This design comes from an exercise in tuning for small area, a short achievable clock period and few clock cycles on the open sky130 flow, not from production work.
RTL that was checked went through simulation tests only; none was proved equivalent to the original.
No functional check of the RTL was part of runs 4 and 5.
Power is estimated from default activity; no workload was simulated.

==> flow/design.v, too long to show whole: its modules and the start of the top module <==
// module lay_dpu: 472 lines
// module lay_mul: 985 lines
// module lay_add57: 380 lines
// module lay_add25: 138 lines
// module lay_cmp24: 52 lines
module lay_dpu (
    input  wire        clk,
    input  wire        rst,           
    input  wire        cmd_valid,
    output wire        cmd_ready,
    input  wire [5:0]  cmd_op,
    input  wire [1:0]  cmd_acc,       
    input  wire [1:0]  cmd_lanes,     
    input  wire [1:0]  cmd_part,      
    input  wire [2:0]  cmd_t,         
    input  wire        cmd_sat,
    input  wire        cmd_rnd,       
    input  wire        cmd_int,       
    input  wire        cmd_trk,       
    input  wire [23:0] cmd_a,
    input  wire [23:0] cmd_b,
    input  wire [23:0] cmd_c,
    input  wire [23:0] cmd_d,
    input  wire [23:0] cmd_e,
    output reg         rsp_valid,
    output reg  [23:0] rsp_data,
    output reg         rsp_annul,
    output reg  [5:0]  rsp_flags,
    output reg  [4:0]  rsp_bx
);
  // ...
==> flow/flow/run.sh <==
#!/bin/bash
# Layout flow: the standard flow (standard.sh), with ORFS's timing
# repair asked to leave a setup margin (so that it sizes and buffers the
# paths that set the achieved period) and the ports buffered with buf_4.
export SETUP_SLACK_MARGIN=15.0
export BUFFER_PORTS_ARGS="-buffer_cell sky130_fd_sc_hd__buf_4"
bash standard.sh > standard.log 2>&1
==> flow/standard.sh <==
#!/bin/bash
# synth_recipe.tcl (not shown) runs the flow's synth.tcl, then flattens the netlist and writes it again
# the make line also repeats each setting of config.mk as NAME=value (left out here)
make -C /OpenROAD-flow-scripts/flow DESIGN_CONFIG=/design/flow/config.mk WORK_HOME=/design/flow/orfs CLKGATE_MAP_FILE= SYNTH_SCRIPT=/design/flow/synth_recipe.tcl "${@:-finish}"
==> flow/config.mk <==
export PLATFORM = sky130hd
export DESIGN_NAME = lay_dpu
export DESIGN_NICKNAME = lay_dpu
export VERILOG_FILES = /design/flow/design.v
export SDC_FILE = /design/flow/constraint.sdc
export NUM_CORES = 8
export LEC_CHECK = 0
export CAP_MARGIN = 20
export CORE_MARGIN = 2
export CORE_UTILIZATION = 30
export PLACE_DENSITY = 0.5
export SLEW_MARGIN = 20
==> flow/constraint.sdc <==
create_clock -name core_clock -period 20.0 [get_ports {clk}]
set_input_delay 4.0000 -clock core_clock [delete_from_list [all_inputs] [get_ports {clk}]]
set_output_delay 4.0000 -clock core_clock [all_outputs]
set_load 0.01 [all_outputs]
==> results.txt, run 1 <==
----------------------------------------------------
[Power and ir drop]
  Portion of total power attributed to the clock network ... 0.151
  Power consumed by sequential cells ... 1.76 mW
  Max rail drop VDD ... 209.1 µV
  Internal power ... 4.916 mW

[Outcome]
  Result of the run ... complete, but fails checks
  Set of violated layout checks ..... capacitance limit

[STA]
  RSZ-0062 raised after global routing ... true
  Worst slew margin relative to its limit ... -0.001879
  Number of hold violations in the final report ... 0
  Fin crit share ... 0.2696

[Flow run]
  Total of max-cap violations ... 1

[Setup path]
  Launch point of the worst path ... c_tlu$_DFF_P_
  Highest net fanout along the worst path ... 26
  Setup slack, reg-to-reg ... 14.61 ns
  R2R cell count ... 20

[Detailed routing]
  Metal1 wirelength ... 116.2 mm
  DR pass1 iterations ... 8
  Total length of routed met2 wires ... 129.0 mm

[Global route]
  Met2 Usage GRT ... 0.4241
  Overall Global Routing Usage ... 0.2799
  Layer with the highest usage ... met2

[Layout]
  Final-layout fill cell count ... 20186
  Total number of sequential cells ... 689
  Commonest cells after routing, fill and taps aside ... sky130_fd_sc_hd__inv_1 (584), sky130_fd_sc_hd__nand2_1 (556), sky130_fd_sc_hd__dfxtp_1 (478), sky130_fd_sc_hd__buf_4 (472), sky130_fd_sc_hd__a22oi_1 (347)

[Die]
  Number of ports placed on the die boundary ... 180
  Height of the chip ... 452.0 µm
  Count of standard-cell rows ... 164
  Initial Util ... 0.3015
  Width of the die ... 452.0 µm
  Tap Cells ... 2656

[Logic synthesis]
  Proportion of synthesized area in mux cells ... 0.09603
  Dominant combinational cell family by area after synthesis ... compound AO/OA/AOI/OAI gates

[Place]
  Detailed placer's ending HPWL ... 200.8 mm

[CTS]
  Post-CTS setup buffers ... 107
  Number of clock sinks seen by CTS ... 689

----------------------------------------------------
Testbench counts, summed over its fixed seeds: cycles 11,502.
==> run 2: changes to the inputs <==
==> flow/flow/run.sh (replaced) <==
#!/bin/bash
# Layout flow: the standard flow (standard.sh), with ORFS's timing
# repair asked to leave a setup margin (so that it sizes and buffers the
# paths that set the achieved period) and the ports buffered with buf_4.
export SETUP_SLACK_MARGIN=14.8
export BUFFER_PORTS_ARGS="-buffer_cell sky130_fd_sc_hd__buf_4"
bash standard.sh > standard.log 2>&1
--- a/flow/config.mk
+++ b/flow/config.mk
@@ -5,6 +5,7 @@
 export SDC_FILE = /design/flow/constraint.sdc
 export NUM_CORES = 8
 export LEC_CHECK = 0
+export ABC_AREA = 1
 export CAP_MARGIN = 20
 export CORE_MARGIN = 2
 export CORE_UTILIZATION = 30
==> results.txt, run 2 <==
----------------------------------------------------
[Detailed routing]
  Number of DRC markers after the initial detailed-route iteration ... 8119 (was 6810)
  Routed Antenna Nets ... 0 (unchanged)
  Via count normalized by instance count ... 5.599 (was 5.962)
  Post-route DRC ... 0 (unchanged)
  Total via count in the routed design ... 62924 (was 57966)
  Wire length per cell after detailed routing ... 26.61 µm (was 30.74 µm)
  Detailed Route WL ... 299.0 mm (was 298.9 mm)
  DR pass1 iterations ... 9 (was 8)

[Die]
  Count of standard-cell rows ... 164 (unchanged)
  Width of the die ... 451.0 µm (was 452.0 µm)
  Standard cell core area ... 0.1992 mm² (was 0.1997 mm²)
  Number of ports placed on the die boundary ... 180 (unchanged)
  Initial Util ... 0.3008 (was 0.3015)
  Area of the die ... 0.2034 mm² (was 0.2043 mm²)
  Height of the chip ... 451.0 µm (was 452.0 µm)

[STA]
  Final period demand of the worst path ... 5.257 ns (was 5.392 ns)
  Final setup violation count ... 0 (unchanged)
  Max frequency ... 190.2 MHz (was 185.5 MHz)
  Worst-margin pin slew ... 1.188 ns (was 1.498 ns)
  Worst slew margin relative to its limit ... 0.1996 (was -0.001879)
  Fin worst setup slack ... 14.74 ns (was 14.61 ns)
  Clock skew ... 0.05219 ns (was 0.05142 ns)
  RSZ-0062 raised after global routing ... true (unchanged)
  Fin crit share ... 0.2628 (was 0.2696)
  Number of hold violations in the final report ... 0 (unchanged)
  Sum of negative setup slack ... 0 ns (unchanged)
  Final count of pins violating max slew ... 0 (was 1)

[Global route]
  Global route total overflow ... 0 (unchanged)
  Pin count of the biggest net entering global routing ... 225 (was 89)
  Via count of the first global-routing pass ... 58806 (was 55515)
  Overall Global Routing Usage ... 0.2783 (was 0.2799)
  Number of antenna violations at the first check in global routing ... 19 (was 27)
  Wire length of the first global-routing pass ... 419.4 mm (was 417.8 mm)

[Layout]
  Fraction of layout cells with a size suffix above 1 ... 0.1116 (was 0.1980)
  Area added between synthesis and finish ... 15.37% (was 20.39%)
  Commonest cells after routing, fill and taps aside ... sky130_fd_sc_hd__nand2_1 (1992), sky130_fd_sc_hd__inv_1 (970), sky130_fd_sc_hd__o21ai_0 (609), sky130_fd_sc_hd__a21oi_1 (572), sky130_fd_sc_hd__dfxtp_1 (465) (was sky130_fd_sc_hd__inv_1 (584), sky130_fd_sc_hd__nand2_1 (556), sky130_fd_sc_hd__dfxtp_1 (478), sky130_fd_sc_hd__buf_4 (472), sky130_fd_sc_hd__a22oi_1 (347))
  Most frequent standard cell in the layout excluding fill and tap cells ... sky130_fd_sc_hd__nand2_1 (was sky130_fd_sc_hd__inv_1)
  # nets final ... 9216 (was 7698)
  Final core occ ... 0.3471 (was 0.3630)

[Setup path]
  Buf/Inv on CP ... 1 (was 7)
  Crit. End Element ... output port (was register)
  Cell breakdown of the critical path ... buf_6 (was buf_12 > a222oi_1 > fa_1 > inv_2 > ha_4 > o21a_1 > o221a_4 > a221oi_4 > o211ai_4 > buf_4 > buf_6 > a31oi_4 > xnor2_4 > a2111o_1 > o41ai_4 > buf_4 > o21ai_4 > buf_12 > buf_6 > o311ai_4)
  Crit path launch type ... register (unchanged)
  Highest net fanout along the worst path ... 1 (was 26)
  Crit path max-delay cell type ... sky130_fd_sc_hd__edfxtp_1 (was sky130_fd_sc_hd__a222oi_1)
  Kind of critical path ... register to output port (was register to register)
  Delay of the slowest critical-path stage ... 0.39 ns (was 0.70 ns)
  Family of cells with the greatest summed delay on the critical path ... flip-flops (was compound AO/OA/AOI/OAI gates)
  Data arrival time of the critical path ... 1.26 ns (was 5.99 ns)
  Data required time of the critical path ... 16.00 ns (was 20.60 ns)

[Power and ir drop]
  Power, Total ... 9.668 mW (was 10.20 mW)
  Leakage ... 29.54 nW (was 29.15 nW)
  PD cells ... 139.8 mW/mm² (was 140.7 mW/mm²)
  Max rail drop VDD ... 169.3 µV (was 209.1 µV)

[Outcome]
  Result of the run ... timing/DRC/antenna clean (was complete, but fails checks)

[Place]
  Detailed placer's ending HPWL ... 211.9 mm (was 200.8 mm)
  IO Port Bufs ... 179 (unchanged)
  Place WS ... 13.00 ns (was 13.42 ns)
  Routability-driven placement congestion ratio ... 1.127 (was 1.027)

[Logic synthesis]
  Register bit total from synthesis ... 689 (unchanged)
  Dominant cells by area after synthesis ... sky130_fd_sc_hd__dfxtp_1 (18%), sky130_fd_sc_hd__nand2_1 (13%), sky130_fd_sc_hd__fa_1 (9.6%) (was sky130_fd_sc_hd__dfxtp_1 (18%), sky130_fd_sc_hd__fa_1 (9.6%), sky130_fd_sc_hd__edfxtp_1 (7.8%))
  Number of warning messages in the yosys log ... 1 (unchanged)
  Library cell occupying the most area in the post-synthesis netlist ... sky130_fd_sc_hd__dfxtp_1 (unchanged)
  Number of enable flip-flop cells after synthesis ... 156 (unchanged)
  Mapped Cells ... 8522 (was 6840)
  Synthesized area per cell ... 7.034 µm² (was 8.802 µm²)
  Most frequent cell after synthesis ... sky130_fd_sc_hd__nand2_1 (was sky130_fd_sc_hd__inv_1)
  Proportion of synthesized flip-flops having asynchronous set or reset ... 0 (unchanged)
  Number of distinct library cells after synthesis ... 69 (was 120)
  Register area share after synthesis ... 0.2562 (was 0.2550)
  Cell area after synthesis ... 0.05994 mm² (was 0.06021 mm²)
  Synthesized net count ... 9230 (was 7548)
  Area share of the leading cell type in the synthesized netlist ... 0.1780 (was 0.1772)
  Most frequently used flop master after synthesis ... sky130_fd_sc_hd__dfxtp_1 (unchanged)
  Top post-synthesis cells by count ... sky130_fd_sc_hd__nand2_1 (2025), sky130_fd_sc_hd__inv_1 (1012), sky130_fd_sc_hd__o21ai_0 (642) (was sky130_fd_sc_hd__inv_1 (588), sky130_fd_sc_hd__nand2_1 (570), sky130_fd_sc_hd__dfxtp_1 (533))

[CTS]
  Cell at the root of the clock tree ... sky130_fd_sc_hd__clkbuf_16 (unchanged)
  Number of clock sinks seen by CTS ... 689 (unchanged)
  Hold buffers post-CTS ... 0 (unchanged)
  Number of buffers created by CTS ... 79 (unchanged)
  H-tree levels ... 3 (unchanged)
  Clk pin slew, worst setup/hold paths ... 0.06 ns (was 0.07 ns)
  Clock network latency to the later pin of the worst-skew pair ... 0.75 ns (was 0.76 ns)
  Clock tree from TritonCTS ... done (unchanged)
  Largest buffer count on any clock path ... 3 (unchanged)

[Worst hold path]
  Min-Delay Path Class ... register to register (unchanged)

[Flow run]
  Total of max-cap violations ... 0 (was 1)

----------------------------------------------------
==> run 2: changes by cell type after synthesis, sizes merged, moves of 244 or more <==
cell   change
o22ai    +350
nand2   +1461
a21oi    +302
xor2     +244
xnor2    -266
inv      +430
o21ai    +249
a22oi    -343
==> run 2: cell families after synthesis <==
| logic type | share of synthesized area |
|---|---|
| adder cells (fa/ha/maj) | 0.1542 |
| flip-flops | 0.2562 |
| AND/OR/NAND/NOR | 0.2074 |
| XOR/XNOR | 0.06619 |
| multiplexers | 0.006513 |
| AO/OA/AOI/OAI | 0.2065 |
| buffers and inverters | 0.1030 |
==> run 2: layer usage <==
| metal | vias to the layer above | wire (µm) | GRT usage |
|---|---|---|---|
| met3 | 881 | 28440 | 0.06165 |
| met4 | 10 | 20690 | 0.1602 |
| met5 | - | 75 | 0.001420 |
| met1 | 30192 | 118600 | 0.3532 |
| li1 | 28262 | - | - |
| met2 | 3579 | 131200 | 0.4335 |
==> run 2: worst paths after layout <==
path | from | end | slack, ns | cells after the start
worst max-delay path | rsp_flags[5]$_DFFE_PP_ | rsp_flags[5] | 14.74 | 1
worst min-delay path | c_rdf$_DFF_P_ | rdf2$_DFF_P_ | 0.33 | 0
worst max register to register | a0[10]$_DFFE_PP_ | ms1[28]$_DFF_P_ | 14.81 | 14
worst min register to register | c_rdf$_DFF_P_ | rdf2$_DFF_P_ | 0.33 | 0
==> run 2: layout make-up <==
cell class | instances | area, µm²
Clock inverter | 30 | 409.1
Timing Repair Buffer | 444 | 3719
Clock buffer | 115 | 2295
Multi-Input combinational cell | 6232 | 39720
Tap cell | 2656 | 3323
Sequential cell | 689 | 15460
Antenna cell | 10 | 25.02
Inverter | 1055 | 4145
Fill cell | 21410 | 130100
Timing Repair inverter | 7 | 58.81
==> run 2: metrics by stage <==
stage | hold WS (ns) | cell area, µm² | cells
2_1_floorplan | 0.3096 | 59940 | 8522
3_3_place_gp | 0.3179 | 64090 | 10952
5_1_grt | 0.3398 | 69130 | 11228
4_1_cts | 0.3283 | 67720 | 11145
3_5_place_dp | 0.3143 | 64100 | 10952
6_report | 0.3281 | 69160 | 11238
==> run 2: timing repair <==
item | 4_1_cts | 5_1_grt
resized for setup | 189 | 190
pin swaps | 6 | 24
endpoints found under the hold margin | 0 | 0
setup buffers | 39 | 71
endpoints found under the setup margin | 390 | 394
gates cloned | 9 | 12
==> run 2: where the power goes <==
group | leakage [nW] | internal, mW | switching, mW
clock | 1.32 | 0.864 | 0.667
sequential | 6.03 | 1.64 | 0.121
combinational | 22.2 | 2.04 | 4.34
==> run 3: changes to the inputs <==
--- a/flow/config.mk
+++ b/flow/config.mk
@@ -9,5 +9,7 @@
 export CAP_MARGIN = 20
 export CORE_MARGIN = 2
 export CORE_UTILIZATION = 30
+export CTS_CLUSTER_DIAMETER = 100
+export CTS_CLUSTER_SIZE = 26
 export PLACE_DENSITY = 0.5
 export SLEW_MARGIN = 20
==> results.txt, run 3 <==
----------------------------------------------------
[Global route]
  Overall Global Routing Usage ... 0.2765 (was 0.2783)
  Pin count of the biggest net entering global routing ... 225 (unchanged)
  Number of antenna violations at the first check in global routing ... 15 (was 19)
  Wire length of the first global-routing pass ... 417.5 mm (was 419.4 mm)
  Global route total overflow ... 0 (unchanged)
  Via count of the first global-routing pass ... 58418 (was 58806)

[Setup path]
  Buf/Inv on CP ... 1 (unchanged)
  Highest net fanout along the worst path ... 1 (unchanged)
  Data required time of the critical path ... 16.00 ns (about the same)
  Crit path launch type ... register (unchanged)
  Crit path max-delay cell type ... sky130_fd_sc_hd__edfxtp_1 (unchanged)
  Delay of the slowest critical-path stage ... 0.42 ns (was 0.39 ns)
  Cell breakdown of the critical path ... buf_6 (unchanged)
  Crit. End Element ... output port (unchanged)
  Family of cells with the greatest summed delay on the critical path ... flip-flops (unchanged)
  Data arrival time of the critical path ... 1.24 ns (was 1.26 ns)
  Kind of critical path ... register to output port (unchanged)

[Logic synthesis]
  Number of enable flip-flop cells after synthesis ... 156 (unchanged)
  Area share of the leading cell type in the synthesized netlist ... 0.1780 (unchanged)
  Proportion of synthesized flip-flops having asynchronous set or reset ... 0 (unchanged)
  Dominant cells by area after synthesis ... sky130_fd_sc_hd__dfxtp_1 (18%), sky130_fd_sc_hd__nand2_1 (13%), sky130_fd_sc_hd__fa_1 (9.6%) (unchanged)
  Register bit total from synthesis ... 689 (unchanged)
  Most frequently used flop master after synthesis ... sky130_fd_sc_hd__dfxtp_1 (unchanged)
  Top post-synthesis cells by count ... sky130_fd_sc_hd__nand2_1 (2025), sky130_fd_sc_hd__inv_1 (1012), sky130_fd_sc_hd__o21ai_0 (642) (unchanged)
  Most frequent cell after synthesis ... sky130_fd_sc_hd__nand2_1 (unchanged)
  Register area share after synthesis ... 0.2562 (unchanged)
  Cell area after synthesis ... 0.05994 mm² (unchanged)
  Synthesized net count ... 9230 (unchanged)
  Library cell occupying the most area in the post-synthesis netlist ... sky130_fd_sc_hd__dfxtp_1 (unchanged)
  Number of distinct library cells after synthesis ... 69 (unchanged)
  Mapped Cells ... 8522 (unchanged)
  Number of warning messages in the yosys log ... 1 (unchanged)
  Synthesized area per cell ... 7.034 µm² (unchanged)

[CTS]
  Number of clock sinks seen by CTS ... 689 (unchanged)
  Hold buffers post-CTS ... 0 (unchanged)
  H-tree levels ... 2 (was 3)
  Largest buffer count on any clock path ... 3 (unchanged)
  Number of buffers created by CTS ... 39 (was 79)
  Cell at the root of the clock tree ... sky130_fd_sc_hd__clkbuf_16 (unchanged)
  Clk pin slew, worst setup/hold paths ... 0.10 ns (was 0.06 ns)
  Clock tree from TritonCTS ... done (unchanged)
  Clock network latency to the later pin of the worst-skew pair ... 0.69 ns (was 0.75 ns)

[STA]
  Fin crit share ... 0.2620 (was 0.2628)
  Final setup violation count ... 0 (unchanged)
  Sum of negative setup slack ... 0 ns (unchanged)
  Max frequency ... 190.9 MHz (was 190.2 MHz)
  Worst slew margin relative to its limit ... 0.1012 (was 0.1996)
  Worst-margin pin slew ... 1.348 ns (was 1.188 ns)
  Number of hold violations in the final report ... 0 (unchanged)
  Worst slack on hold paths ... 0.3362 ns (was 0.3281 ns)
  RSZ-0062 raised after global routing ... true (unchanged)
  Final period demand of the worst path ... 5.240 ns (was 5.257 ns)
  Clock skew ... 0.06842 ns (was 0.05219 ns)
  Final count of pins violating max slew ... 0 (unchanged)

[Detailed routing]
  Wire length per cell after detailed routing ... 26.64 µm (was 26.61 µm)
  Via count normalized by instance count ... 5.597 (was 5.599)
  Routed Antenna Nets ... 0 (unchanged)
  DR pass1 iterations ... 10 (was 9)
  Detailed Route WL ... 297.3 mm (was 299.0 mm)
  Total via count in the routed design ... 62458 (was 62924)
  Top metal layer carrying routed signals ... met5 (unchanged)
  Metal1 wirelength ... 117.3 mm (was 118.6 mm)
  Total length of routed met2 wires ... 130.1 mm (was 131.2 mm)
  Sum of met3 wire segment lengths after detailed routing ... 29.08 mm (was 28.44 mm)
  Post-route DRC ... 0 (unchanged)
  Number of DRC markers after the initial detailed-route iteration ... 7931 (was 8119)

[Die]
  Area of the die ... 0.2034 mm² (unchanged)
  Initial Util ... 0.3008 (unchanged)
  Count of standard-cell rows ... 164 (unchanged)
  Width of the die ... 451.0 µm (unchanged)
  Height of the chip ... 451.0 µm (unchanged)
  Standard cell core area ... 0.1992 mm² (unchanged)
  Number of ports placed on the die boundary ... 180 (unchanged)

[Layout]
  Most frequent standard cell in the layout excluding fill and tap cells ... sky130_fd_sc_hd__nand2_1 (unchanged)
  Final core occ ... 0.3398 (was 0.3471)
  Area added between synthesis and finish ... 12.96% (was 15.37%)
  Fraction of layout cells with a size suffix above 1 ... 0.1031 (was 0.1116)
  Commonest cells after routing, fill and taps aside ... sky130_fd_sc_hd__nand2_1 (1986), sky130_fd_sc_hd__inv_1 (967), sky130_fd_sc_hd__o21ai_0 (612), sky130_fd_sc_hd__a21oi_1 (572), sky130_fd_sc_hd__dfxtp_1 (491) (was sky130_fd_sc_hd__nand2_1 (1992), sky130_fd_sc_hd__inv_1 (970), sky130_fd_sc_hd__o21ai_0 (609), sky130_fd_sc_hd__a21oi_1 (572), sky130_fd_sc_hd__dfxtp_1 (465))
  Footprint of the multi-input gates ... 0.03972 mm² (about the same)
  Final-layout fill cell count ... 21500 (was 21410)
  Footprint of the flip-flops and latches ... 0.01543 mm² (was 0.01546 mm²)
  # nets final ... 9185 (was 9216)

[Power and ir drop]
  PD cells ... 133.9 mW/mm² (was 139.8 mW/mm²)
  Max rail drop VDD ... 161.4 µV (was 169.3 µV)
  Leakage ... 28.85 nW (was 29.54 nW)
  Power, Total ... 9.066 mW (was 9.668 mW)

[Place]
  Routability-driven placement congestion ratio ... 1.127 (unchanged)
  IO Port Bufs ... 179 (unchanged)
  Detailed placer's ending HPWL ... 211.9 mm (unchanged)

[Flow run]
  Total of max-cap violations ... 0 (unchanged)

[Worst hold path]
  Min-Delay Path Class ... register to register (unchanged)

[Outcome]
  Result of the run ... timing/DRC/antenna clean (unchanged)

----------------------------------------------------
==> run 3: cell type report <==
type / instances / area share
Clock inverter: 14 / 0.004176
Multi-Input combinational cell: 6233 / 0.5866
Sequential cell: 689 / 0.2279
Tap cell: 2656 / 0.04908
Timing Repair Buffer: 452 / 0.05429
Inverter: 1055 / 0.06150
Clock buffer: 47 / 0.01549
Antenna cell: 7 / 0.0002587
Timing Repair inverter: 7 / 0.0007022
==> run 3: logic make-up after synthesis <==
logic type | after synthesis | synth area share
flip-flops | 689 | 0.2562
AND/OR/NAND/NOR | 3047 | 0.2074
AO/OA/AOI/OAI | 2115 | 0.2065
multiplexers | 39 | 0.006513
XOR/XNOR | 453 | 0.06619
adder cells (fa/ha/maj) | 566 | 0.1542
buffers and inverters | 1613 | 0.1030
==> run 3: per-stage QoR <==
step / setup WS, ns / cells / area (µm²)
floorplan: 15.06 / 8522 / 59940
global placement: 13.05 / 10952 / 64090
detailed placement: 13.00 / 10952 / 64100
CTS: 14.72 / 11065 / 66300
global route: 14.71 / 11153 / 67690
finish: 14.76 / 11160 / 67710
==> run 3: worst paths after layout <==
path | start | to | slack (ns) | cells past startpoint
setup reg to reg | acc_t[27]$_DFF_P_ | zv2[20]$_DFF_P_ | 14.83 | 21
hold / removal | c_rdf$_DFF_P_ | rdf2$_DFF_P_ | 0.34 | 0
hold reg to reg | c_rdf$_DFF_P_ | rdf2$_DFF_P_ | 0.34 | 0
setup / recovery | rsp_flags[3]$_DFFE_PP_ | rsp_flags[3] | 14.76 | 1
==> run 3: report_power, final <==
| part | switching [mW] | internal (mW) |
|---|---|---|
| registers | 0.119 | 1.64 |
| logic | 4.30 | 2.03 |
| clock network | 0.567 | 0.405 |
| total | 4.99 | 4.08 |
==> run 3: timing repair <==
action                     CTS  global route
setup endpoints to repair  365           376
buffers inserted            42            75
gates resized for setup    143           180
gates cloned                10            13
pin swaps                    8            25
==> run 3: layer usage <==
layer	global-route usage	up-vias
met4	0.1576	22
met5	0	-
met2	0.4321	3460
met1	0.3510	29941
li1	-	28156
met3	0.06045	879
==> module lay_dpu, before the edit <==
module lay_dpu (
    input  wire        clk,
    input  wire        rst,           
    input  wire        cmd_valid,
    output wire        cmd_ready,
    input  wire [5:0]  cmd_op,
    input  wire [1:0]  cmd_acc,       
    input  wire [1:0]  cmd_lanes,     
    input  wire [1:0]  cmd_part,      
    input  wire [2:0]  cmd_t,         
    input  wire        cmd_sat,
    input  wire        cmd_rnd,       
    input  wire        cmd_int,       
    input  wire        cmd_trk,       
    input  wire [23:0] cmd_a,
    input  wire [23:0] cmd_b,
    input  wire [23:0] cmd_c,
    input  wire [23:0] cmd_d,
    input  wire [23:0] cmd_e,
    output reg         rsp_valid,
    output reg  [23:0] rsp_data,
    output reg         rsp_annul,
    output reg  [5:0]  rsp_flags,
    output reg  [4:0]  rsp_bx
);
    localparam OP_NOP   = 6'd0,  OP_MOV   = 6'd1,  OP_ADD   = 6'd2,
               OP_SUB   = 6'd3,  OP_CMP   = 6'd4,  OP_NEG   = 6'd5,
               OP_ABS   = 6'd6,  OP_MIN   = 6'd7,  OP_MAX   = 6'd8,
               OP_AND   = 6'd9,  OP_OR    = 6'd10, OP_XOR   = 6'd11,
               OP_NOT   = 6'd12, OP_TST   = 6'd13, OP_SHL   = 6'd14,
               OP_SHR   = 6'd15, OP_SHRL  = 6'd16, OP_CLAMP = 6'd17,
               OP_LERP  = 6'd18, OP_TLU   = 6'd19, OP_SCALE = 6'd20,
               OP_SCALEA= 6'd21, OP_STA   = 6'd22, OP_LDA   = 6'd23,
               OP_RDP   = 6'd24, OP_WRP   = 6'd25, OP_CLRA  = 6'd26,
               OP_MPY   = 6'd27, OP_MAC   = 6'd28, OP_MSU   = 6'd29,
               OP_RDF   = 6'd30, OP_WRF   = 6'd31, OP_RDBX  = 6'd32,
               OP_BXCLR = 6'd33;
    localparam FC = 0, FV = 1, FN = 2, FZ = 3, FS = 4, FBV = 5;
    reg        v0, rdy_q;
    reg [1:0]  k0;                    
    reg [5:0]  op0;
    reg [1:0]  n0, ln0, pt0;
    reg [2:0]  t0;
    reg        sat0, rnd0, int0, trk0;
    reg [23:0] a0, b0, c0, d0, e0;
    reg        x24;                   
    reg        lt0, lerp0;            
    reg        hz0, hz2_0;            
    reg        as_sub0, negabs0;      
    reg        msu0;
    reg        nrdy_o;
    assign cmd_ready = ~nrdy_o;
    wire in_mul   = (cmd_op == OP_MPY) | (cmd_op == OP_MAC) | (cmd_op == OP_MSU);
    wire in_multi = in_mul & ((cmd_lanes == 2'd1 & ~cmd_acc[0]) |
                              (cmd_lanes == 2'd2 & cmd_acc == 2'd0));
    wire in_lt    = (cmd_op == OP_LERP) | (cmd_op == OP_TLU);
    wire in_sc    = (cmd_op == OP_SCALE) | (cmd_op == OP_SCALEA);
    wire bx_hz2   = v0 & (((op0 == OP_STA) & trk0) | (op0 == OP_BXCLR));
    wire bx_hz    = bx_hz2 | (v1 & ((c_sta & trk1) | c_bxclr));
    wire [1:0] klast0 = hz2_0 ? 2'd2 : (hz0 | lt0 | ln0 == 2'd1) ? 2'd1 : 2'd3;
    always @(posedge clk) begin
        if (rst) begin
            v0    <= 1'b0;
            rdy_q  <= 1'b1;
            nrdy_o <= 1'b0;
            k0     <= 2'd0;
        end else if (!rdy_q) begin
            k0     <= k0 + 2'd1;
            rdy_q  <= (k0 + 2'd1 == klast0);
            nrdy_o <= ~(k0 + 2'd1 == klast0);
        end else begin
            v0     <= cmd_valid;
            k0     <= 2'd0;
            rdy_q  <= ~(cmd_valid & (in_multi | in_lt | (in_sc & bx_hz)));
            nrdy_o <= cmd_valid & (in_multi | in_lt | (in_sc & bx_hz));
        end
    end
    wire [24:0] lt_p = lerp0 ? {a0[23], a0} : {c0[23], c0};
    wire [24:0] lt_q = lerp0 ? {c0[23], c0} : {b0[23], b0};
    wire [24:0] lt_diff;
    lay_add25 u_ltd (.a(lt_p), .b(~lt_q), .cin(1'b1), .s(lt_diff));
    wire [7:0]  tlu_f   = (int0 | a0[23]) ? 8'd0 : a0[14:7];
    always @(posedge clk) begin
        pt0  <= cmd_part;
        trk0 <= cmd_trk;
        if (rdy_q) begin
            sat0    <= cmd_sat;
            t0      <= cmd_t;
            hz0     <= in_sc & bx_hz;
            hz2_0   <= in_sc & bx_hz2;
            rnd0    <= cmd_rnd;
            op0     <= cmd_op;
            n0      <= cmd_acc;
            ln0     <= cmd_lanes;
            int0    <= cmd_int;
            a0      <= cmd_a;
            b0      <= cmd_b;
            c0      <= cmd_c;
            d0      <= cmd_d;
            e0      <= cmd_e;
            x24     <= cmd_b[23];
            lt0     <= in_lt;
            lerp0   <= (cmd_op == OP_LERP);
            msu0    <= (cmd_op == OP_MSU);
            negabs0 <= (cmd_op == OP_NEG) | (cmd_op == OP_ABS);
            as_sub0 <= ~((cmd_op == OP_ADD) | (cmd_op == OP_ABS & ~cmd_a[23]));
        end else if (lt0) begin
            int0 <= 1'b1;
            a0   <= lerp0 ? b0 : {16'd0, tlu_f};
            b0   <= lt_diff[23:0];
            x24  <= lt_diff[24];
            if (!lerp0) c0 <= b0;
        end else if (!hz0) begin
            b0  <= c0;
            x24 <= c0[23];
            c0  <= d0;
            d0  <= e0;
        end
    end
    reg rst_q;
    always @(posedge clk) rst_q <= rst;
    wire mul_s1   = (op0 == OP_MPY) | (op0 == OP_MAC) | (op0 == OP_MSU);
    wire lok_s1   = (ln0 == 2'd0) | (ln0 == 2'd1 & ~n0[0]) | (ln0 == 2'd2 & n0 == 2'd0);
    wire rwp_s1   = (op0 == OP_RDP) | (op0 == OP_WRP);
    wire annul_s1 = (op0 > OP_BXCLR) | (mul_s1 & ~lok_s1) | (rwp_s1 & pt0 == 2'd3);
    wire [24:0] mx   = int0 ? {x24, b0} : {b0, 1'b0};
    wire        mneg = msu0;
    wire [24:0] mye = {a0, 1'b0};
    wire [11:0] bneg, bone, btwo;
    genvar gi;
    generate
        for (gi = 0; gi < 12; gi = gi + 1) begin : g_booth
            assign bneg[gi] = mye[2*gi+2] ^ mneg;
            assign bone[gi] = mye[2*gi+1] ^ mye[2*gi];
            assign btwo[gi] = (mye[2*gi+2] & ~mye[2*gi+1] & ~mye[2*gi]) |
                              (~mye[2*gi+2] & mye[2*gi+1] & mye[2*gi]);
        end
    endgenerate
    wire [56:0] ms, mc;
    lay_mul u_mul (.x(mx), .neg(bneg), .one(bone), .two(btwo), .s(ms), .c(mc));
    wire [23:0] as_x = negabs0 ? 24'd0 : a0;
    wire [23:0] as_y = (negabs0 ? a0 : b0) ^ {24{as_sub0}};
    wire [24:0] as_s;
    lay_add25 u_as (.a({1'b0, as_x}), .b({1'b0, as_y}), .cin(as_sub0), .s(as_s));
    wire as_ov  = (as_x[23] == as_y[23]) & (as_s[23] != as_x[23]);
    wire [23:0] as_lim = as_x[23] ? 24'h800000 : 24'h7FFFFF;
    wire [23:0] as_r   = (as_ov & sat0) ? as_lim : as_s[23:0];
    wire [23:0] a0f = {~a0[23], a0[22:0]};
    wire [23:0] b0f = {~b0[23], b0[22:0]};
    wire [23:0] c0f = {~c0[23], c0[22:0]};
    wire a_ge_b, a_ge_c, c_ge_b;
    lay_cmp24 u_cab (.a(a0f), .b(~b0f), .cin(1'b1), .co(a_ge_b));
    lay_cmp24 u_cac (.a(a0f), .b(~c0f), .cin(1'b1), .co(a_ge_c));
    lay_cmp24 u_ccb (.a(c0f), .b(~b0f), .cin(1'b1), .co(c_ge_b));
    wire a_lt_b = ~a_ge_b;
    wire c_gt_a = ~a_ge_c;
    wire c_lt_b = ~c_ge_b;
    wire clamp_c = c_gt_a & c_lt_b;           
    wire clamp_a = ~c_gt_a & a_lt_b;
    wire clamp_b = ~clamp_c & ~clamp_a;
    wire [23:0] clamp_r = clamp_c ? c0 : (clamp_a ? a0 : b0);
    reg [23:0] r_s1;
    reg        v_s1, c_s1, s_s1, wv_s1, wc_s1, zr_s1;
    always @* begin
        r_s1  = a0;
        v_s1  = 1'b0;
        c_s1  = 1'b0;
        s_s1  = 1'b0;
        wv_s1 = 1'b0;
        wc_s1 = 1'b0;
        zr_s1 = 1'b0;
        case (op0)
            OP_ADD, OP_SUB: begin
                r_s1  = as_r;
                v_s1  = as_ov;
                s_s1  = as_ov & sat0;
                c_s1  = as_s[24] ^ as_sub0;
                wv_s1 = 1'b1;
                wc_s1 = 1'b1;
            end
            OP_NEG, OP_ABS: begin
                r_s1  = as_r;
                v_s1  = as_ov;
                s_s1  = as_ov & sat0;
                wv_s1 = 1'b1;
            end
            OP_CMP: begin
                r_s1  = as_s[23:0];
                v_s1  = as_ov;
                c_s1  = ~as_s[24];
                wv_s1 = 1'b1;
                wc_s1 = 1'b1;
                zr_s1 = 1'b1;
            end
            OP_MIN:   r_s1 = a_lt_b ? a0 : b0;
            OP_MAX:   r_s1 = a_lt_b ? b0 : a0;
            OP_AND:   begin r_s1 = a0 & b0; wv_s1 = 1'b1; end
            OP_TST:   begin r_s1 = a0 & b0; wv_s1 = 1'b1; zr_s1 = 1'b1; end
            OP_OR:    begin r_s1 = a0 | b0; wv_s1 = 1'b1; end
            OP_XOR:   begin r_s1 = a0 ^ b0; wv_s1 = 1'b1; end
            OP_NOT:   begin r_s1 = ~a0;     wv_s1 = 1'b1; end
            OP_CLAMP: begin
                r_s1  = clamp_r;
                c_s1  = ~(clamp_c | (clamp_b & (b0 == c0)) | (clamp_a & (a0 == c0)));
                wv_s1 = 1'b1;
                wc_s1 = 1'b1;
            end
            OP_LERP, OP_TLU: r_s1 = c0;    
            default:  r_s1 = a0;
        endcase
    end
    wire [4:0] cnt_s1 = (b0[4:0] > 5'd24) ? 5'd24 : b0[4:0];
    wire [5:0] sh_s1  = {1'b0, bx_q} - {3'b000, t0};      
    wire [4:0] shamt_s1 = (op0 == OP_SHL) ? cnt_s1 :
                          (op0 == OP_SHR | op0 == OP_SHRL) ? 5'd24 - cnt_s1 :
                          ~sh_s1[5] ? sh_s1[4:0] :
                          (op0 == OP_SCALE) ? sh_s1[4:0] + 5'd24 : sh_s1[4:0] + 5'd8;
    wire [1:0] tg_s1  = n0 + (hz0 ? 2'd0 : k0);
    wire ok = ~annul_s1;
    reg        v1, last1, first1, int1, sat1, rnd1, trk1, annul1;
    reg        vf1, cf1, sf1, wv1, wc1, zr1;
    reg        c_alu, c_shl, c_shr, c_shrl, c_scale, c_scla, c_lerp, c_tlu,
               c_sta, c_lda, c_rdp, c_wrp, c_clra, c_mul, c_acc, c_rdf,
               c_wrf, c_rdbx, c_bxclr;
    reg [3:0]  ts1;                   
    reg [1:0]  pt1;
    reg [4:0]  shamt;
    reg        sh_neg, cnz1;
    reg [23:0] r1;                    
    reg [56:0] ms1, mc1;
    reg [55:0] acc_t;                 
    always @(posedge clk) begin
        if (rst_q) v1 <= 1'b0;
        else     v1 <= v0 & ~((lt0 | hz0) & ~rdy_q);
        last1   <= rdy_q;
        first1  <= (k0 == 2'd0);
        ts1     <= 4'b0001 << tg_s1;
        pt1     <= pt0;
        shamt   <= shamt_s1;
        sh_neg  <= sh_s1[5];
        int1    <= int0;
        sat1    <= sat0;
        rnd1    <= rnd0;
        trk1    <= trk0;
        annul1  <= annul_s1;
        c_alu   <= (op0 >= OP_MOV && op0 <= OP_CLAMP && op0 != OP_SHL &&
                    op0 != OP_SHR && op0 != OP_SHRL);
        c_shl   <= (op0 == OP_SHL);
        c_shr   <= (op0 == OP_SHR) | (op0 == OP_SHRL);
        c_shrl  <= (op0 == OP_SHRL);
        c_scale <= (op0 == OP_SCALE);
        c_scla  <= (op0 == OP_SCALEA);
        c_lerp  <= (op0 == OP_LERP);
        c_tlu   <= (op0 == OP_TLU);
        c_sta   <= (op0 == OP_STA);
        c_lda   <= (op0 == OP_LDA);
        c_rdp   <= (op0 == OP_RDP) & ok;
        c_wrp   <= (op0 == OP_WRP) & ok;
        c_clra  <= (op0 == OP_CLRA);
        c_mul   <= mul_s1 & ok;
        c_acc   <= (op0 == OP_MAC) | (op0 == OP_MSU);
        c_rdf   <= (op0 == OP_RDF);
        c_wrf   <= (op0 == OP_WRF);
        c_rdbx  <= (op0 == OP_RDBX);
        c_bxclr <= (op0 == OP_BXCLR);
        vf1     <= v_s1;
        cf1     <= c_s1;
        sf1     <= s_s1;
        wv1     <= wv_s1;
        wc1     <= wc_s1;
        zr1     <= zr_s1;
        cnz1    <= (cnt_s1 != 5'd0);
        r1      <= r_s1;
        ms1     <= ms;
        mc1     <= mc;
    end
    reg [55:0] acc0, acc1, acc2, acc3;
    reg        vacc_q;                
    reg        bv;                    
    wire [56:0] add_a = ({57{c_acc}}  & {acc_t[55], acc_t}) |
                        ({57{c_lerp}} & {{10{r1[23]}}, r1, rnd1, 22'd0}) |
                        ({57{c_tlu}}  & {25'd0, r1, rnd1, 7'd0});
    wire [56:0] csa_s = add_a ^ ms1 ^ mc1;
    wire [56:0] csa_c = (add_a & ms1) | (add_a & mc1) | (ms1 & mc1);
    wire [56:0] sum;
    lay_add57 u_add (.a(csa_s), .b({csa_c[55:0], 1'b0}), .cin(1'b0), .s(sum));
    wire lim_hi = ~sum[56] & (sum[55] | sum[54]);
    wire lim_lo =  sum[56] & ~(sum[55] & sum[54]);
    wire [55:0] mul_w = lim_hi ? {2'b00, {54{1'b1}}} :
                        lim_lo ? {2'b11, {54{1'b0}}} : sum[55:0];
    wire mul_hit = lim_hi | lim_lo;
    wire lerp_ov = ~((&sum[56:46]) | ~(|sum[56:46]));
    wire [23:0] lerp_r = (lerp_ov & sat1) ? (sum[56] ? 24'h800000 : 24'h7FFFFF) : sum[46:23];
    wire [23:0] tlu_r  = sum[31:8];
    wire [63:0] sh_in = c_scla ? {{8{acc_t[55]}}, acc_t} :
                        c_shrl ? {40'd0, r1} : {{40{r1[23]}}, r1};
    wire [63:0] sh_y  = sh_in << shamt;
    wire [23:0] eq24;
    wire [56:0] eq56;
    assign eq24[23] = 1'b1;
    assign eq56[56] = 1'b1;
    genvar gj;
    generate
        for (gj = 22; gj >= 0; gj = gj - 1) begin : g_eq24
            assign eq24[gj] = eq24[gj+1] & (r1[gj] == r1[23]);
        end
        for (gj = 55; gj >= 0; gj = gj - 1) begin : g_eq56
            assign eq56[gj] = eq56[gj+1] & (acc_t[gj] == acc_t[55]);
        end
    endgenerate
    wire ov24 = (shamt == 5'd0) ? 1'b0 :
                (shamt == 5'd24) ? ~(eq24[0] & ~r1[23]) : ~eq24[5'd23 - shamt];
    wire ov56 = ~eq56[6'd54 - {1'b0, shamt}];
    wire [23:0] shl_r  = (ov24 & sat1) ? (r1[23] ? 24'h800000 : 24'h7FFFFF) : sh_y[23:0];
    wire [23:0] shr_r  = sh_y[47:24];
    wire [55:0] scla_w = sh_neg ? sh_y[63:8] :
                         ov56 ? (acc_t[55] ? {2'b11, {54{1'b0}}} : {2'b00, {54{1'b1}}}) :
                         sh_y[55:0];
    wire [33:0] sta_v  = {acc_t[55], acc_t[55:23]} + {33'd0, rnd1};    
    wire sta_ovi = ~((&acc_t[55:23]) | ~(|acc_t[55:23]));
    wire sta_ovf = ~((&sta_v[33:24]) | ~(|sta_v[33:24]));
    wire sta_ov  = int1 ? sta_ovi : sta_ovf;
    wire sta_sg  = int1 ? acc_t[55] : sta_v[33];
    wire [23:0] sta_raw = int1 ? acc_t[23:0] : sta_v[24:1];
    wire        sta_sat = sta_ov & sat1;
    wire [23:0] sta_r = sta_sat ? (sta_sg ? 24'h800000 : 24'h7FFFFF) : sta_raw;
    wire [23:0] rdp_r = (pt1 == 2'd0) ? {{16{acc_t[55]}}, acc_t[55:48]} :
                        (pt1 == 2'd1) ? acc_t[47:24] : acc_t[23:0];
    wire [55:0] ld_w = (c_lda & int1) ? {{32{r1[23]}}, r1} : {{8{r1[23]}}, r1, 24'd0};
    wire [55:0] oth_w = c_scla ? scla_w :
                        (c_wrp & pt1 == 2'd0) ? {r1[7:0], acc_t[47:0]} :
                        (c_wrp & pt1 == 2'd2) ? {acc_t[55:24], r1} : ld_w;
    wire [55:0] acc_w = c_mul ? mul_w : oth_w;
    wire        wr_t  = c_mul | c_lda | c_wrp | (c_scla & bv);
    wire sc_l = c_scale & bv & ~sh_neg;      
    wire sc_r = c_scale & bv &  sh_neg;      
    wire [23:0] zv_s2 =
        ({24{c_alu | c_wrf}}     & r1)     |
        ({24{c_shl | sc_l}}      & shl_r)  |
        ({24{c_shr | sc_r}}      & shr_r)  |
        ({24{c_scale & ~bv}}     & r1)     |
        ({24{c_lerp}}            & lerp_r) |
        ({24{c_tlu}}             & tlu_r)  |
        ({24{c_sta}}             & sta_r)  |
        ({24{c_rdp}}             & rdp_r);
    wire scla_do = c_scla & bv;
    wire vacc_n  = (first1 ? 1'b0 : vacc_q) | mul_hit;
    wire w_zn  = c_alu | c_shl | c_shr | c_lerp | c_tlu | c_sta | (c_scale & bv);
    wire w_v   = (c_alu & wv1) | c_shl | c_shr | (c_scale & bv) | scla_do |
                 c_lerp | c_sta | c_mul;
    wire v_val = (c_alu & vf1) | ((c_shl | sc_l) & ov24) | (scla_do & ~sh_neg & ov56) |
                 (c_lerp & lerp_ov) | (c_sta & sta_ov) | (c_mul & vacc_n);
    wire w_c   = (c_alu & wc1) | ((c_shl | c_shr) & cnz1);
    wire c_val = (c_alu & cf1) | (c_shl & sh_y[24]) | (c_shr & sh_y[23]);
    wire s_set = (c_alu & sf1) | ((c_shl | sc_l) & ov24 & sat1) |
                 (scla_do & ~sh_neg & ov56) | (c_lerp & lerp_ov & sat1) |
                 (c_sta & sta_sat) | (c_mul & vacc_n);
    wire [3:0] ts_s1 = 4'b0001 << tg_s1;
    reg  [55:0] acc_s1;
    always @* begin
        case (tg_s1)
            2'd0:    acc_s1 = acc0;
            2'd1:    acc_s1 = acc1;
            2'd2:    acc_s1 = acc2;
            default: acc_s1 = acc3;
        endcase
    end
    wire byp_w = v1 & wr_t & ((ts1 & ts_s1) != 4'd0);
    wire byp_c = v1 & c_clra & ((r1[3:0] & ts_s1) != 4'd0);
    always @(posedge clk)
        acc_t <= byp_w ? acc_w : (byp_c ? 56'd0 : acc_s1);
    reg        v2, annul2, rz2, rdf2, rdbx2, wzn2, scla2, zsc2, nsc2;
    reg        wv2, vv2, wc2, cv2, ss2, trk2, bxclr2, wrf2;
    reg [23:0] zv2;
    always @(posedge clk) begin
        if (rst_q) begin
            acc0   <= 56'd0;
            acc1   <= 56'd0;
            acc2   <= 56'd0;
            acc3   <= 56'd0;
            bv     <= 1'b0;
            v2     <= 1'b0;
        end else begin
            v2 <= v1 & last1;
            if (v1) begin
                if (wr_t & ts1[0]) acc0 <= acc_w; else if (c_clra & r1[0]) acc0 <= 56'd0;
                if (wr_t & ts1[1]) acc1 <= acc_w; else if (c_clra & r1[1]) acc1 <= 56'd0;
                if (wr_t & ts1[2]) acc2 <= acc_w; else if (c_clra & r1[2]) acc2 <= 56'd0;
                if (wr_t & ts1[3]) acc3 <= acc_w; else if (c_clra & r1[3]) acc3 <= 56'd0;
                vacc_q <= vacc_n;
                if (c_sta & trk1) bv <= 1'b1;
                if (c_bxclr)      bv <= 1'b0;
                if (c_wrf)        bv <= r1[FBV];
            end
        end
        annul2 <= annul1;
        rz2    <= zr1 | annul1 | c_wrf;
        rdf2   <= c_rdf;
        rdbx2  <= c_rdbx;
        wzn2   <= w_zn;
        scla2  <= scla_do;
        zsc2   <= (scla_w == 56'd0);
        nsc2   <= scla_w[55];
        wv2    <= w_v;
        vv2    <= v_val;
        wc2    <= w_c;
        cv2    <= c_val;
        ss2    <= s_set;
        trk2   <= c_sta & trk1;
        bxclr2 <= c_bxclr;
        wrf2   <= c_wrf;
        zv2    <= zv_s2;
    end
    reg [5:0]  f_q;
    reg [4:0]  bx_q;
    wire [31:0] rsb_d = {zv2[22:0] ^ {23{zv2[23]}}, 9'h100};
    wire        rsb_z4 = ~|rsb_d[31:16];
    wire [15:0] rsb_d4 = rsb_z4 ? rsb_d[15:0] : rsb_d[31:16];
    wire        rsb_z3 = ~|rsb_d4[15:8];
    wire [7:0]  rsb_d3 = rsb_z3 ? rsb_d4[7:0] : rsb_d4[15:8];
    wire        rsb_z2 = ~|rsb_d3[7:4];
    wire [3:0]  rsb_d2 = rsb_z2 ? rsb_d3[3:0] : rsb_d3[7:4];
    wire        rsb_z1 = ~|rsb_d2[3:2];
    wire [1:0]  rsb_d1 = rsb_z1 ? rsb_d2[1:0] : rsb_d2[3:2];
    wire        rsb_z0 = ~rsb_d1[1];
    wire [4:0]  rsb    = {rsb_z4, rsb_z3, rsb_z2, rsb_z1, rsb_z0};
    reg  [5:0] f_n;
    reg  [4:0] bx_n;
    always @* begin
        f_n  = f_q;
        bx_n = bx_q;
        if (wzn2) begin
            f_n[FZ] = (zv2 == 24'd0);
            f_n[FN] = zv2[23];
        end
        if (scla2) begin
            f_n[FZ] = zsc2;
            f_n[FN] = nsc2;
        end
        if (wv2) f_n[FV] = vv2;
        if (wc2) f_n[FC] = cv2;
        if (ss2) f_n[FS] = 1'b1;
        if (trk2) begin
            f_n[FBV] = 1'b1;
            if (rsb < bx_q) bx_n = rsb;
        end
        if (bxclr2) begin
            f_n[FBV] = 1'b0;
            bx_n = 5'd23;
        end
        if (wrf2) f_n = zv2[5:0];
    end
    always @(posedge clk) begin
        if (rst_q) begin
            f_q       <= 6'd0;
            bx_q      <= 5'd23;
            rsp_valid <= 1'b0;
        end else begin
            rsp_valid <= v2;
            if (v2) begin
                f_q       <= f_n;
                bx_q      <= bx_n;
                rsp_flags <= f_n;
                rsp_bx    <= bx_n;
            end
        end
        rsp_data  <= rdf2  ? {18'd0, f_q} :
                     rdbx2 ? {19'd0, bx_q} :
                     rz2   ? 24'd0 : zv2;
        rsp_annul <= annul2;
    end
endmodule
==> run 4: changes to the inputs <==
--- a/flow/design.v
+++ b/flow/design.v
@@ -148,11 +148,10 @@
     wire [23:0] a0f = {~a0[23], a0[22:0]};
     wire [23:0] b0f = {~b0[23], b0[22:0]};
     wire [23:0] c0f = {~c0[23], c0[22:0]};
-    wire a_ge_b, a_ge_c, c_ge_b;
-    lay_cmp24 u_cab (.a(a0f), .b(~b0f), .cin(1'b1), .co(a_ge_b));
+    wire a_ge_c, c_ge_b;
     lay_cmp24 u_cac (.a(a0f), .b(~c0f), .cin(1'b1), .co(a_ge_c));
     lay_cmp24 u_ccb (.a(c0f), .b(~b0f), .cin(1'b1), .co(c_ge_b));
-    wire a_lt_b = ~a_ge_b;
+    wire a_lt_b = as_s[23] ^ as_ov;     
     wire c_gt_a = ~a_ge_c;
     wire c_lt_b = ~c_ge_b;
     wire clamp_c = c_gt_a & c_lt_b;           
--- a/flow/config.mk
+++ b/flow/config.mk
@@ -9,7 +9,5 @@
 export CAP_MARGIN = 20
 export CORE_MARGIN = 2
 export CORE_UTILIZATION = 30
-export CTS_CLUSTER_DIAMETER = 100
-export CTS_CLUSTER_SIZE = 26
 export PLACE_DENSITY = 0.5
 export SLEW_MARGIN = 20
==> results.txt, run 4 <==
----------------------------------------------------
[Outcome]
  Result of the run ... timing/DRC/antenna clean (unchanged)

[Power and ir drop]
  Power, Total ... 10.09 mW (was 9.066 mW)
  Internal power ... 4.822 mW (was 4.077 mW)
  Max rail drop VDD ... 276.1 µV (was 161.4 µV)
  Leakage ... 31.21 nW (was 28.85 nW)
  PD cells ... 139.8 mW/mm² (was 133.9 mW/mm²)
  Logic gate share of total power ... 0.665 (was 0.699)
  Switching power as a share of total power ... 0.5221 (was 0.5502)
  Portion of total power attributed to the clock network ... 0.160 (was 0.107)
  Power share of the sequential group ... 0.175 (was 0.194)
  Net switching power ... 5.269 mW (was 4.988 mW)

[Die]
  Area of the die ... 0.2012 mm² (was 0.2034 mm²)
  Number of ports placed on the die boundary ... 180 (unchanged)
  Standard cell core area ... 0.1968 mm² (was 0.1992 mm²)
  Count of standard-cell rows ... 163 (was 164)
  Width of the die ... 448.6 µm (was 451.0 µm)
  Height of the chip ... 448.6 µm (was 451.0 µm)
  Initial Util ... 0.3013 (was 0.3008)

[Logic synthesis]
  Area share of the leading cell type in the synthesized netlist ... 0.1799 (was 0.1780)
  Dominant cells by area after synthesis ... sky130_fd_sc_hd__dfxtp_1 (18%), sky130_fd_sc_hd__nand2_1 (13%), sky130_fd_sc_hd__fa_1 (9.8%) (was sky130_fd_sc_hd__dfxtp_1 (18%), sky130_fd_sc_hd__nand2_1 (13%), sky130_fd_sc_hd__fa_1 (9.6%))
  Number of enable flip-flop cells after synthesis ... 156 (unchanged)
  Register bit total from synthesis ... 689 (unchanged)
  Number of warning messages in the yosys log ... 1 (unchanged)
  Register area share after synthesis ... 0.2589 (was 0.2562)
  Library cell occupying the most area in the post-synthesis netlist ... sky130_fd_sc_hd__dfxtp_1 (unchanged)
  Top post-synthesis cells by count ... sky130_fd_sc_hd__nand2_1 (2059), sky130_fd_sc_hd__inv_1 (995), sky130_fd_sc_hd__o21ai_0 (682) (was sky130_fd_sc_hd__nand2_1 (2025), sky130_fd_sc_hd__inv_1 (1012), sky130_fd_sc_hd__o21ai_0 (642))
  Most frequent cell after synthesis ... sky130_fd_sc_hd__nand2_1 (unchanged)
  Number of distinct library cells after synthesis ... 62 (was 69)
  Mapped Cells ... 8458 (was 8522)
  Proportion of synthesized flip-flops having asynchronous set or reset ... 0 (unchanged)
  Cell area after synthesis ... 0.05930 mm² (was 0.05994 mm²)
  Synthesized net count ... 9143 (was 9230)
  Synthesized area per cell ... 7.011 µm² (was 7.034 µm²)
  Most frequently used flop master after synthesis ... sky130_fd_sc_hd__dfxtp_1 (unchanged)

[Global route]
  Number of antenna violations at the first check in global routing ... 23 (was 15)
  Pin count of the biggest net entering global routing ... 202 (was 225)
  Via count of the first global-routing pass ... 61025 (was 58418)
  Wire length of the first global-routing pass ... 449.1 mm (was 417.5 mm)
  Global route total overflow ... 0 (unchanged)
  Overall Global Routing Usage ... 0.3041 (was 0.2765)

[Detailed routing]
  Wire length per cell after detailed routing ... 28.33 µm (was 26.64 µm)
  Top metal layer carrying routed signals ... met5 (unchanged)
  Metal1 wirelength ... 129.8 mm (was 117.3 mm)
  Post-route DRC ... 0 (unchanged)
  Via count normalized by instance count ... 5.583 (was 5.597)
  Sum of met3 wire segment lengths after detailed routing ... 29.43 mm (was 29.08 mm)
  Total via count in the routed design ... 63909 (was 62458)
  Number of DRC markers after the initial detailed-route iteration ... 7579 (was 7931)
  DR pass1 iterations ... 8 (was 10)
  Detailed Route WL ... 324.2 mm (was 297.3 mm)
  Total length of routed met2 wires ... 139.7 mm (was 130.1 mm)
  Routed Antenna Nets ... 0 (unchanged)

[STA]
  Final count of pins violating max slew ... 0 (unchanged)
  Worst slack on hold paths ... 0.3285 ns (was 0.3362 ns)
  Final setup violation count ... 0 (unchanged)
  Worst-margin pin slew ... 1.164 ns (was 1.348 ns)
  Sum of negative setup slack ... 0 ns (unchanged)
  Fin worst setup slack ... 14.09 ns (was 14.76 ns)
  Max frequency ... 169.2 MHz (was 190.9 MHz)
  Fin crit share ... 0.2955 (was 0.2620)
  Final period demand of the worst path ... 5.911 ns (was 5.240 ns)
  RSZ-0062 raised after global routing ... true (unchanged)
  Number of hold violations in the final report ... 0 (unchanged)
  Worst slew margin relative to its limit ... 0.2232 (was 0.1012)
  Clock skew ... 0.07147 ns (was 0.06842 ns)

[Worst hold path]
  Number of stages on the worst hold path ... 0 (unchanged)
  Min-Delay Path Class ... register to register (unchanged)

[Place]
  Routability-driven placement congestion ratio ... 1.082 (was 1.127)
  Placed inst area ... 0.06389 mm² (was 0.06410 mm²)
  Count of placed standard cells including taps ... 10924 (was 10952)
  Place WS ... 11.90 ns (was 13.00 ns)
  IO Port Bufs ... 179 (unchanged)
  Detailed placer's ending HPWL ... 222.8 mm (was 211.9 mm)

[Layout]
  Fraction of layout cells with a size suffix above 1 ... 0.1502 (was 0.1031)
  Final Cell Area ... 0.07215 mm² (was 0.06771 mm²)
  Most frequent standard cell in the layout excluding fill and tap cells ... sky130_fd_sc_hd__nand2_1 (unchanged)
  Number of standard cells in the final layout excluding fillers ... 11447 (was 11160)
  # nets final ... 9412 (was 9185)
  Final core occ ... 0.3666 (was 0.3398)
  Area added between synthesis and finish ... 21.68% (was 12.96%)
  Commonest cells after routing, fill and taps aside ... sky130_fd_sc_hd__nand2_1 (1979), sky130_fd_sc_hd__inv_1 (951), sky130_fd_sc_hd__o21ai_0 (606), sky130_fd_sc_hd__buf_4 (547), sky130_fd_sc_hd__a21oi_1 (546) (was sky130_fd_sc_hd__nand2_1 (1986), sky130_fd_sc_hd__inv_1 (967), sky130_fd_sc_hd__o21ai_0 (612), sky130_fd_sc_hd__a21oi_1 (572), sky130_fd_sc_hd__dfxtp_1 (491))

[CTS]
  Number of buffers created by CTS ... 81 (was 39)
  H-tree levels ... 3 (was 2)
  Largest buffer count on any clock path ... 3 (unchanged)
  Hold buffers post-CTS ... 0 (unchanged)
  Number of clock sinks seen by CTS ... 689 (unchanged)
  Clk pin slew, worst setup/hold paths ... 0.07 ns (was 0.10 ns)
  Cell at the root of the clock tree ... sky130_fd_sc_hd__clkbuf_16 (unchanged)
  Clock tree from TritonCTS ... done (unchanged)
  Clock network latency to the later pin of the worst-skew pair ... 0.74 ns (was 0.69 ns)

[Setup path]
  Highest net fanout along the worst path ... 4 (was 1)
  Buf/Inv on CP ... 23 (was 1)
  Number of gates on the worst path with buffers counted ... 51 (was 1)
  Family of cells with the greatest summed delay on the critical path ... buffers and inverters (was flip-flops)
  Data required time of the critical path ... 20.66 ns (was 16.00 ns)
  Crit. End Element ... register (was output port)
  R2R cell count ... 51 (was 21)
  Crit path max-delay cell type ... sky130_fd_sc_hd__edfxtp_1 (unchanged)
  Crit path launch type ... register (unchanged)
  Kind of critical path ... register to register (was register to output port)
  Data arrival time of the critical path ... 6.57 ns (was 1.24 ns)
  Delay of the slowest critical-path stage ... 0.45 ns (was 0.42 ns)
  Crit-path most repeated cell ... sky130_fd_sc_hd__buf_4

[Flow run]
  Total of max-cap violations ... 0 (unchanged)

----------------------------------------------------
==> run 4: path summary, 6_finish.rpt <==
path | from | end | slack, ns
setup / recovery | negabs0$_DFFE_PP_ | r1[22]$_DFF_P_ | 14.09
hold / removal | c_rdbx$_DFF_P_ | rdbx2$_DFF_P_ | 0.33
setup reg to reg | negabs0$_DFFE_PP_ | r1[22]$_DFF_P_ | 14.09
hold reg to reg | c_rdbx$_DFF_P_ | rdbx2$_DFF_P_ | 0.33
==> run 4: power groups by stage <==
| stage | logic [mW] | registers, mW | clock network, mW |
|---|---|---|---|
| after detailed placement | 5.86 | 1.79 | 0 |
| after floorplan | 3.30 | 1.72 | 0 |
| after global routing | 7.17 | 1.77 | 1.69 |
| final | 6.71 | 1.76 | 1.61 |
| after CTS | 6.22 | 1.76 | 1.64 |
| after global placement | 5.82 | 1.78 | 0 |
==> run 4: kinds of logic after synthesis <==
logic type      share of synthesized area
fa+ha+maj                          0.1512
xor+xnor                          0.06573
simple gates                       0.2091
compound gates                     0.2057
mux                              0.006415
flops                              0.2589
buf+inv                            0.1029
==> run 4: final cells by class <==
class	count	area (µm²)
Timing Repair Buffer	720	6598
Clock buffer	103	2262
Fill cell	20800	124700
Clock inverter	47	581.8
Sequential cell	689	15450
Tap cell	2640	3303
Multi-Input combinational cell	6183	39800
Antenna cell	13	32.53
Timing Repair inverter	3	22.52
Inverter	1049	4104
==> run 4: worst reg2reg max path: cells and delay by family (launching register included) <==
family | cells | cell delay (ns)
AOI/OAI and AO/OA | 4 | 0.36
buffers and inverters | 23 | 2.81
and+or+nand+nor | 23 | 1.80
DFF | 1 | 0.45
adders and majority gates | 1 | 0.43
==> run 4: repair_timing <==
item,4_1_cts,5_1_grt
buffers inserted,244,87
endpoints found under the setup margin,388,381
pin swaps,77,71
gates resized for setup,377,280
endpoints found under the hold margin,0,0
cloned,18,9
==> run 4: metal layers <==
layer / track usage / up-vias
li1: - / 28618
met1: 0.3874 / 30806
met5: 0 / -
met4: 0.1916 / 6
met2: 0.4650 / 3487
met3: 0.06698 / 992
==> run 5: changes to the inputs <==
==> flow/flow/run.sh (replaced) <==
#!/bin/bash
# Layout flow: the standard flow (standard.sh), with ORFS's timing
# repair asked to leave a setup margin (so that it sizes and buffers the
# paths that set the achieved period) and the ports buffered with buf_2.
export SETUP_SLACK_MARGIN=14.8
export BUFFER_PORTS_ARGS="-buffer_cell sky130_fd_sc_hd__buf_2"
bash standard.sh > standard.log 2>&1
==> results.txt, run 5 <==
----------------------------------------------------
[Outcome]
  Result of the run ... timing/DRC/antenna clean (unchanged)

[Layout]
  Final-layout fill cell count ... 20997 (was 20800)
  Commonest cells after routing, fill and taps aside ... sky130_fd_sc_hd__nand2_1 (1999), sky130_fd_sc_hd__inv_1 (953), sky130_fd_sc_hd__o21ai_0 (611), sky130_fd_sc_hd__a21oi_1 (547), sky130_fd_sc_hd__dfxtp_1 (487) (was sky130_fd_sc_hd__nand2_1 (1979), sky130_fd_sc_hd__inv_1 (951), sky130_fd_sc_hd__o21ai_0 (606), sky130_fd_sc_hd__buf_4 (547), sky130_fd_sc_hd__a21oi_1 (546))
  # nets final ... 9263 (was 9412)
  Fraction of layout cells with a size suffix above 1 ... 0.1304 (was 0.1502)
  Most frequent standard cell in the layout excluding fill and tap cells ... sky130_fd_sc_hd__nand2_1 (unchanged)
  Final core occ ... 0.3556 (was 0.3666)
  Area added between synthesis and finish ... 18.01% (was 21.68%)

[Setup path]
  Kind of critical path ... register to register (unchanged)
  Data arrival time of the critical path ... 6.07 ns (was 6.57 ns)
  Crit. End Element ... register (unchanged)
  Setup slack, reg-to-reg ... 14.55 ns (was 14.09 ns)
  Crit-path most repeated cell ... sky130_fd_sc_hd__nand2_2 (was sky130_fd_sc_hd__buf_4)
  Highest net fanout along the worst path ... 14 (was 4)
  Family of cells with the greatest summed delay on the critical path ... simple AND/OR/NAND/NOR gates (was buffers and inverters)
  Delay of the slowest critical-path stage ... 0.45 ns (about the same)
  Crit path max-delay cell type ... sky130_fd_sc_hd__edfxtp_1 (unchanged)
  Crit path launch type ... register (unchanged)
  Buf/Inv on CP ... 5 (was 23)
  Data required time of the critical path ... 20.61 ns (was 20.66 ns)

[Power and ir drop]
  Leakage ... 30.18 nW (was 31.21 nW)
  PD cells ... 142.2 mW/mm² (was 139.8 mW/mm²)
  Max rail drop VDD ... 177.9 µV (was 276.1 µV)

[STA]
  Final setup violation count ... 0 (unchanged)
  Worst-margin pin slew ... 1.395 ns (was 1.164 ns)
  Number of hold violations in the final report ... 0 (unchanged)
  Clock skew ... 0.06965 ns (was 0.07147 ns)
  Final period demand of the worst path ... 5.455 ns (was 5.911 ns)
  Final count of pins violating max slew ... 0 (unchanged)
  Fin crit share ... 0.2728 (was 0.2955)
  Worst slack on hold paths ... 0.3265 ns (was 0.3285 ns)
  Sum of negative setup slack ... 0 ns (unchanged)
  RSZ-0062 raised after global routing ... true (unchanged)
  Max frequency ... 183.3 MHz (was 169.2 MHz)
  Worst slew margin relative to its limit ... 0.06345 (was 0.2232)

[CTS]
  Number of clock sinks seen by CTS ... 689 (unchanged)
  Cell at the root of the clock tree ... sky130_fd_sc_hd__clkbuf_16 (unchanged)
  Largest buffer count on any clock path ... 3 (unchanged)
  Clock network latency to the later pin of the worst-skew pair ... 0.76 ns (was 0.74 ns)
  H-tree levels ... 3 (unchanged)
  Clock tree from TritonCTS ... done (unchanged)
  Clk pin slew, worst setup/hold paths ... 0.07 ns (about the same)
  Number of buffers created by CTS ... 82 (was 81)

[Logic synthesis]
  Number of distinct library cells after synthesis ... 62 (unchanged)
  Most frequent cell after synthesis ... sky130_fd_sc_hd__nand2_1 (unchanged)
  Number of warning messages in the yosys log ... 1 (unchanged)
  Synthesized area per cell ... 7.011 µm² (unchanged)
  Mapped Cells ... 8458 (unchanged)
  Dominant cells by area after synthesis ... sky130_fd_sc_hd__dfxtp_1 (18%), sky130_fd_sc_hd__nand2_1 (13%), sky130_fd_sc_hd__fa_1 (9.8%) (unchanged)
  Proportion of synthesized flip-flops having asynchronous set or reset ... 0 (unchanged)
  Top post-synthesis cells by count ... sky130_fd_sc_hd__nand2_1 (2059), sky130_fd_sc_hd__inv_1 (995), sky130_fd_sc_hd__o21ai_0 (682) (unchanged)
  Cell area after synthesis ... 0.05930 mm² (unchanged)
  Register bit total from synthesis ... 689 (unchanged)
  Library cell occupying the most area in the post-synthesis netlist ... sky130_fd_sc_hd__dfxtp_1 (unchanged)
  Area share of the leading cell type in the synthesized netlist ... 0.1799 (unchanged)
  Synthesized net count ... 9143 (unchanged)
  Most frequently used flop master after synthesis ... sky130_fd_sc_hd__dfxtp_1 (unchanged)
  Number of enable flip-flop cells after synthesis ... 156 (unchanged)
  Register area share after synthesis ... 0.2589 (unchanged)

[Place]
  Routability-driven placement congestion ratio ... 1.070 (was 1.082)
  IO Port Bufs ... 179 (unchanged)
  Detailed placer's ending HPWL ... 221.3 mm (was 222.8 mm)

[Die]
  Area of the die ... 0.2012 mm² (unchanged)
  Width of the die ... 448.6 µm (unchanged)
  Height of the chip ... 448.6 µm (unchanged)
  Count of standard-cell rows ... 163 (unchanged)
  Number of ports placed on the die boundary ... 180 (unchanged)
  Standard cell core area ... 0.1968 mm² (unchanged)
  Initial Util ... 0.3013 (unchanged)

[Global route]
  Overall Global Routing Usage ... 0.2982 (was 0.3041)
  Number of antenna violations at the first check in global routing ... 15 (was 23)
  Via count of the first global-routing pass ... 59194 (was 61025)
  Pin count of the biggest net entering global routing ... 196 (was 202)
  Wire length of the first global-routing pass ... 439.2 mm (was 449.1 mm)
  Global route total overflow ... 0 (unchanged)

[Detailed routing]
  DR pass1 iterations ... 6 (was 8)
  Via count normalized by instance count ... 5.566 (was 5.583)
  Wire length per cell after detailed routing ... 28.06 µm (was 28.33 µm)
  Number of DRC markers after the initial detailed-route iteration ... 7387 (was 7579)
  Detailed Route WL ... 316.7 mm (was 324.2 mm)
  Total via count in the routed design ... 62840 (was 63909)
  Routed Antenna Nets ... 0 (unchanged)
  Post-route DRC ... 0 (unchanged)

[Worst hold path]
  Min-Delay Path Class ... register to register (unchanged)

[Flow run]
  Total of max-cap violations ... 0 (unchanged)

----------------------------------------------------
[run 5: cell counts after synthesis]
No cell type changed its count.
[run 5: metrics by stage]
step	total power, mW	cell area (µm²)	cells	worst slack (ns)
finish	9.949	69980	11289	14.55
global route	10.51	69970	11287	14.26
CTS	9.481	68530	11200	14.52
detailed placement	7.624	63340	10912	12.05
global placement	7.595	63320	10911	12.09
floorplan	5.014	59320	8458	14.80
[run 5: worst reg2reg max path, delay by kind of cell (launching register included)]
family          cells  cell delay [ns]
simple gates       23             2.06
compound gates      9             1.11
buf+inv             5             0.78
fa+ha+maj           2             0.78
flops               1             0.45
xor+xnor            1             0.17
[run 5: path summary, 6_finish.rpt]
check / start / to / cells after the start
worst max-delay path: negabs0$_DFFE_PP_ / r1[8]$_DFF_P_ / 40
worst min-delay path: c_rdf$_DFF_P_ / rdf2$_DFF_P_ / 0
worst max register to register: negabs0$_DFFE_PP_ / r1[8]$_DFF_P_ / 40
worst min register to register: c_rdf$_DFF_P_ / rdf2$_DFF_P_ / 0
[run 5: where the power goes]
group          internal, mW  leakage [nW]  switching [mW]
clock                 0.922          1.40           0.692
sequential             1.64          6.01           0.122
combinational          2.14          22.8            4.43
[run 5: layout make-up]
class,instances,area (µm²),area share
well taps,2640,3303,0.04720
repair buffers,569,4573,0.06535
diodes,2,5.005,0.00007152
clock buffers,114,2376,0.03395
flip-flops and latches,689,15430,0.2206
repair inverters,4,27.53,0.0003934
inverters,1049,4106,0.05868
clock inverters,39,489.2,0.006991
multi-input cells,6183,39660,0.5668
[run 5: timing repair]
item                       in CTS  in global routing
setup buffers                 117                 77
pin swaps                      69                 76
resized for setup             332                184
hold buffers                    0                  0
setup endpoints to repair     409                386
gates cloned                   18                 10
[run 5: logic make-up (layout without fill, tap and decap cells)]
family | after synthesis | after routing | share of synthesized area
adder cells (fa/ha/maj) | 543 | 543 | 0.1512
buffers and inverters | 1598 | 1775 | 0.1029
multiplexers | 38 | 38 | 0.006415
flip-flops | 689 | 689 | 0.2589
AND/OR/NAND/NOR | 3068 | 3074 | 0.2091
AO/OA/AOI/OAI | 2077 | 2083 | 0.2057
other | 0 | 2 | 0
XOR/XNOR | 445 | 445 | 0.06573
[run 5: metal layers]
layer / share of wire / global-route usage / routed length (µm)
met2: 0.44 / 0.4598 / 138700
met1: 0.41 / 0.3894 / 128600
met3: 0.088 / 0.05510 / 27880
met4: 0.068 / 0.1715 / 21530
met5: 0.00015 / 0 / 48

Setup slack of run 5, layout unchanged: 14.545 ns with ideal ports, 14.545 ns with driving cells assumed (clock clkbuf_16, inputs buf_2), 14.545 ns with port delays also shifted by the 0.808 ns mid clock arrival.
